Background: an optimization exercise with open tools, aiming at small area, a short achievable clock period and few clock cycles per item. Do not read the settings as production practice. Where RTL was checked, it was by simulation tests only, not by an equivalence proof against the original.

## run C
==> flow/design.v (excerpt) <==
module sha256_stream (
    input  wire         clk,
    input  wire         rst,           
    input  wire         in_valid,
    output wire         in_ready,
    input  wire [63:0]  in_data,
    input  wire         in_last,
    input  wire [3:0]   in_nbytes,     
    output wire         out_valid,
    input  wire         out_ready,
    output wire [255:0] out_digest
);
    integer i;
    reg [31:0] w [0:15];               
    reg [31:0] a, b, c, d, e, f, g, hk;
    reg [31:0] h [0:7];                
    reg [3:0]  q;                      
    reg        running;                
    reg [5:0]  t;                      
    reg        upd_pending;            
    reg        umode;                  
    reg        blk_first, blk_last;    
    reg [3:0]  m;                      
    reg        pend_first, pend_last;  
    reg        ended;                  
    reg        marker;                 
    reg        fresh;                  
    reg [60:0] nbytes;                 
    reg        ov;                     
    reg [31:0] kn;
    always @(*) begin
        case (t)
            6'd63: kn = 32'h428a2f98; 6'd0:  kn = 32'h71374491;
            6'd1:  kn = 32'hb5c0fbcf; 6'd2:  kn = 32'he9b5dba5;
            6'd3:  kn = 32'h3956c25b; 6'd4:  kn = 32'h59f111f1;
            6'd5:  kn = 32'h923f82a4; 6'd6:  kn = 32'hab1c5ed5;
            6'd7:  kn = 32'hd807aa98; 6'd8:  kn = 32'h12835b01;
            6'd9:  kn = 32'h243185be; 6'd10: kn = 32'h550c7dc3;
            6'd11: kn = 32'h72be5d74; 6'd12: kn = 32'h80deb1fe;
            6'd13: kn = 32'h9bdc06a7; 6'd14: kn = 32'hc19bf174;
            6'd15: kn = 32'he49b69c1; 6'd16: kn = 32'hefbe4786;
            6'd17: kn = 32'h0fc19dc6; 6'd18: kn = 32'h240ca1cc;
            6'd19: kn = 32'h2de92c6f; 6'd20: kn = 32'h4a7484aa;
            6'd21: kn = 32'h5cb0a9dc; 6'd22: kn = 32'h76f988da;
            6'd23: kn = 32'h983e5152; 6'd24: kn = 32'ha831c66d;
  ...
==> flow/config.mk <==
export PLATFORM = sky130hd
export DESIGN_NAME = sha256_stream
export DESIGN_NICKNAME = sha256_stream
export VERILOG_FILES = /design/flow/design.v
export SDC_FILE = /design/flow/constraint.sdc
export NUM_CORES = 4
export LEC_CHECK = 0
export CAP_MARGIN = 20
export CORE_MARGIN = 2
export CORE_UTILIZATION = 40
export SLEW_MARGIN = 20
==> flow/constraint.sdc <==
create_clock -name core_clock -period 10.0 [get_ports {clk}]
set_input_delay 2.0000 -clock core_clock [delete_from_list [all_inputs] [get_ports {clk}]]
set_output_delay 2.0000 -clock core_clock [all_outputs]
set_load 0.01 [all_outputs]
run.sh (not shown) runs the stock make flow with config.mk's settings and CLKGATE_MAP_FILE= SYNTH_SCRIPT=/design/flow/synth_recipe.tcl, a recipe that flattens the netlist after the stock synthesis.
The final layout from run C, which completed every stage, passed the timing, DRC and antenna checks at the end of the flow.
Relative to run C, the following input files were edited for run B:
Settings: setting SETUP_SLACK_MARGIN to 5 for the first time.
## What came out
No stage failed in run B, and the final checks on the layout all came back clean.
Max ratio of cells with drive above 1 in the final layout across run C and run B: run B
Relative to run C, cell area increased by about 4.3% in run B.
Run B vs. run C: sequential share of layout area went down by 1.6 points.
[compare] base=run C new=run B: maximum clock frequency went up by about 25%, first-pass GRT wire length went up.
No functional check of the RTL was part of any run of this note.


sha256_stream, a different RTL version from the one above (not shown whole).
Size in the first run: roughly 1200 flip-flops, ~330 I/O pins.
export LEC_CHECK = 0
export CAP_MARGIN = 20
export CORE_MARGIN = 2
export CORE_UTILIZATION = 60
export CTS_BUF_LIST = sky130_fd_sc_hd__clkbuf_8
export CTS_CLUSTER_DIAMETER = 60
export CTS_CLUSTER_SIZE = 16
export SETUP_SLACK_MARGIN = 5
export SLEW_MARGIN = 20
create_clock -name core_clock -period 10.0 [get_ports {clk}]
standard.sh (not shown) runs the stock make flow with config.mk's settings and CLKGATE_MAP_FILE= SYNTH_SCRIPT=/design/flow/synth_recipe.tcl, a recipe that flattens the netlist after the stock synthesis.
==> flow/flow/run.sh <==
#!/bin/bash
# The standard layout (the standard.sh, unchanged synthesis), with two make
# variables set: timing repair aims at a setup slack of 5.5 ns, and the port
# buffers use the smallest buffer cell. Its output goes to flow_make.log.
set -o pipefail
bash standard.sh SETUP_SLACK_MARGIN=5.5 "BUFFER_PORTS_ARGS=-buffer_cell sky130_fd_sc_hd__buf_1" finish > flow_make.log 2>&1
status=$?
tail -n 40 flow_make.log
exit $status
Testbench counts at the start, summed over its fixed seeds: cycles 154,972, bytes 137,133.
Edit:
==> flow/run.sh (new file) <==
#!/bin/bash
# synth_recipe.tcl (not shown) runs the flow's synth.tcl, then flattens the netlist and writes it again
# the make line also repeats each setting of config.mk as NAME=value (left out here)
make -C /OpenROAD-flow-scripts/flow DESIGN_CONFIG=/design/flow/config.mk WORK_HOME=/design/flow/orfs CLKGATE_MAP_FILE= SYNTH_SCRIPT=/design/flow/synth_recipe.tcl finish
- CTS_BUF_LIST: sky130_fd_sc_hd__clkbuf_8 -> sky130_fd_sc_hd__clkbuf_4 sky130_fd_sc_hd__clkbuf_8
- CTS_CLUSTER_DIAMETER: 60 -> default
- CTS_CLUSTER_SIZE: 16 -> default
removed: flow/flow/run.sh
removed: flow/standard.sh
Effect: Fmax decreases by a little under a tenth. Hold slack loses 0.025 ns. Cell area goes up by a few percent. Wire length climbs slightly. Worst setup slack is worse by 0.39 ns. Utilization goes up by 3.1 points. Clock-buffer cell count came out higher by 176. Die area is unchanged. Cell count rises slightly. Non-clock buffer count is lower by 73.
Edit:
==> flow/flow/run.sh (new file) <==
#!/bin/bash
# The standard layout (the standard.sh, unchanged synthesis), with two make
# variables set: timing repair aims at a setup slack of 5.5 ns, and the port
# buffers use the smallest buffer cell. Its output goes to flow_make.log.
set -o pipefail
bash standard.sh SETUP_SLACK_MARGIN=5.5 "BUFFER_PORTS_ARGS=-buffer_cell sky130_fd_sc_hd__buf_1" finish > flow_make.log 2>&1
status=$?
tail -n 40 flow_make.log
exit $status
==> flow/standard.sh (new file) <==
#!/bin/bash
# synth_recipe.tcl (not shown) runs the flow's synth.tcl, then flattens the netlist and writes it again
# the make line also repeats each setting of config.mk as NAME=value (left out here)
make -C /OpenROAD-flow-scripts/flow DESIGN_CONFIG=/design/flow/config.mk WORK_HOME=/design/flow/orfs CLKGATE_MAP_FILE= SYNTH_SCRIPT=/design/flow/synth_recipe.tcl "${@:-finish}"
- CORE_UTILIZATION: 60 -> 70
- CTS_BUF_LIST: sky130_fd_sc_hd__clkbuf_4 sky130_fd_sc_hd__clkbuf_8 -> sky130_fd_sc_hd__clkbuf_16
- CTS_CLUSTER_DIAMETER: default -> 100
- CTS_CLUSTER_SIZE: default -> 24
- PLACE_DENSITY: default -> 0.72
removed: flow/run.sh
Sequential share of layout area is higher by 3.1 points.
Die area goes down by 14%.
Routed wire length came out higher by 1.5%.
Via count came out higher by 1.8%.
Register-to-register slack gets better by 0.34 ns.
Cell count came out lower by 6.0%.

-- re-timing with driven ports --
How much do the figures lean on ideal ports? The routed layouts below were timed once more, with nothing changed but the port constraints.
Step 1 assumes that a clkbuf_16 drives the clock port and a buf_2 every other input.
Step 2 moves the port delays by t, midway between the first and last clock arrival at a register: inputs arrive t later, outputs are due t later. That takes back most of the time a late clock gives input paths.
Slacks: ideal ports / drivers / drivers and shift; pairs: ideal ports / drivers.
run | t, ns | slack for setup (ns) | worst data-port slew with drivers (ns)
run C | 0.807 | 3.255 / 3.255 / 2.761 | 0.07
run B | 0.816 | 4.606 / 4.606 / 4.183 | 0.14
the first run of note 2 | 0.887 | 5.463 / 5.463 / 4.763 | 0.10
the second run of note 2 | 0.956 | 5.074 / 5.074 / 4.365 | 0.09
the third run of note 2 | 0.756 | 5.413 / 5.413 / 4.827 | 0.08
After both steps setup and hold are still met in every run listed. The setup slack of the second run of note 2, which loses most, moves by 0.000 ns with the drivers and by -0.709 ns with both steps.
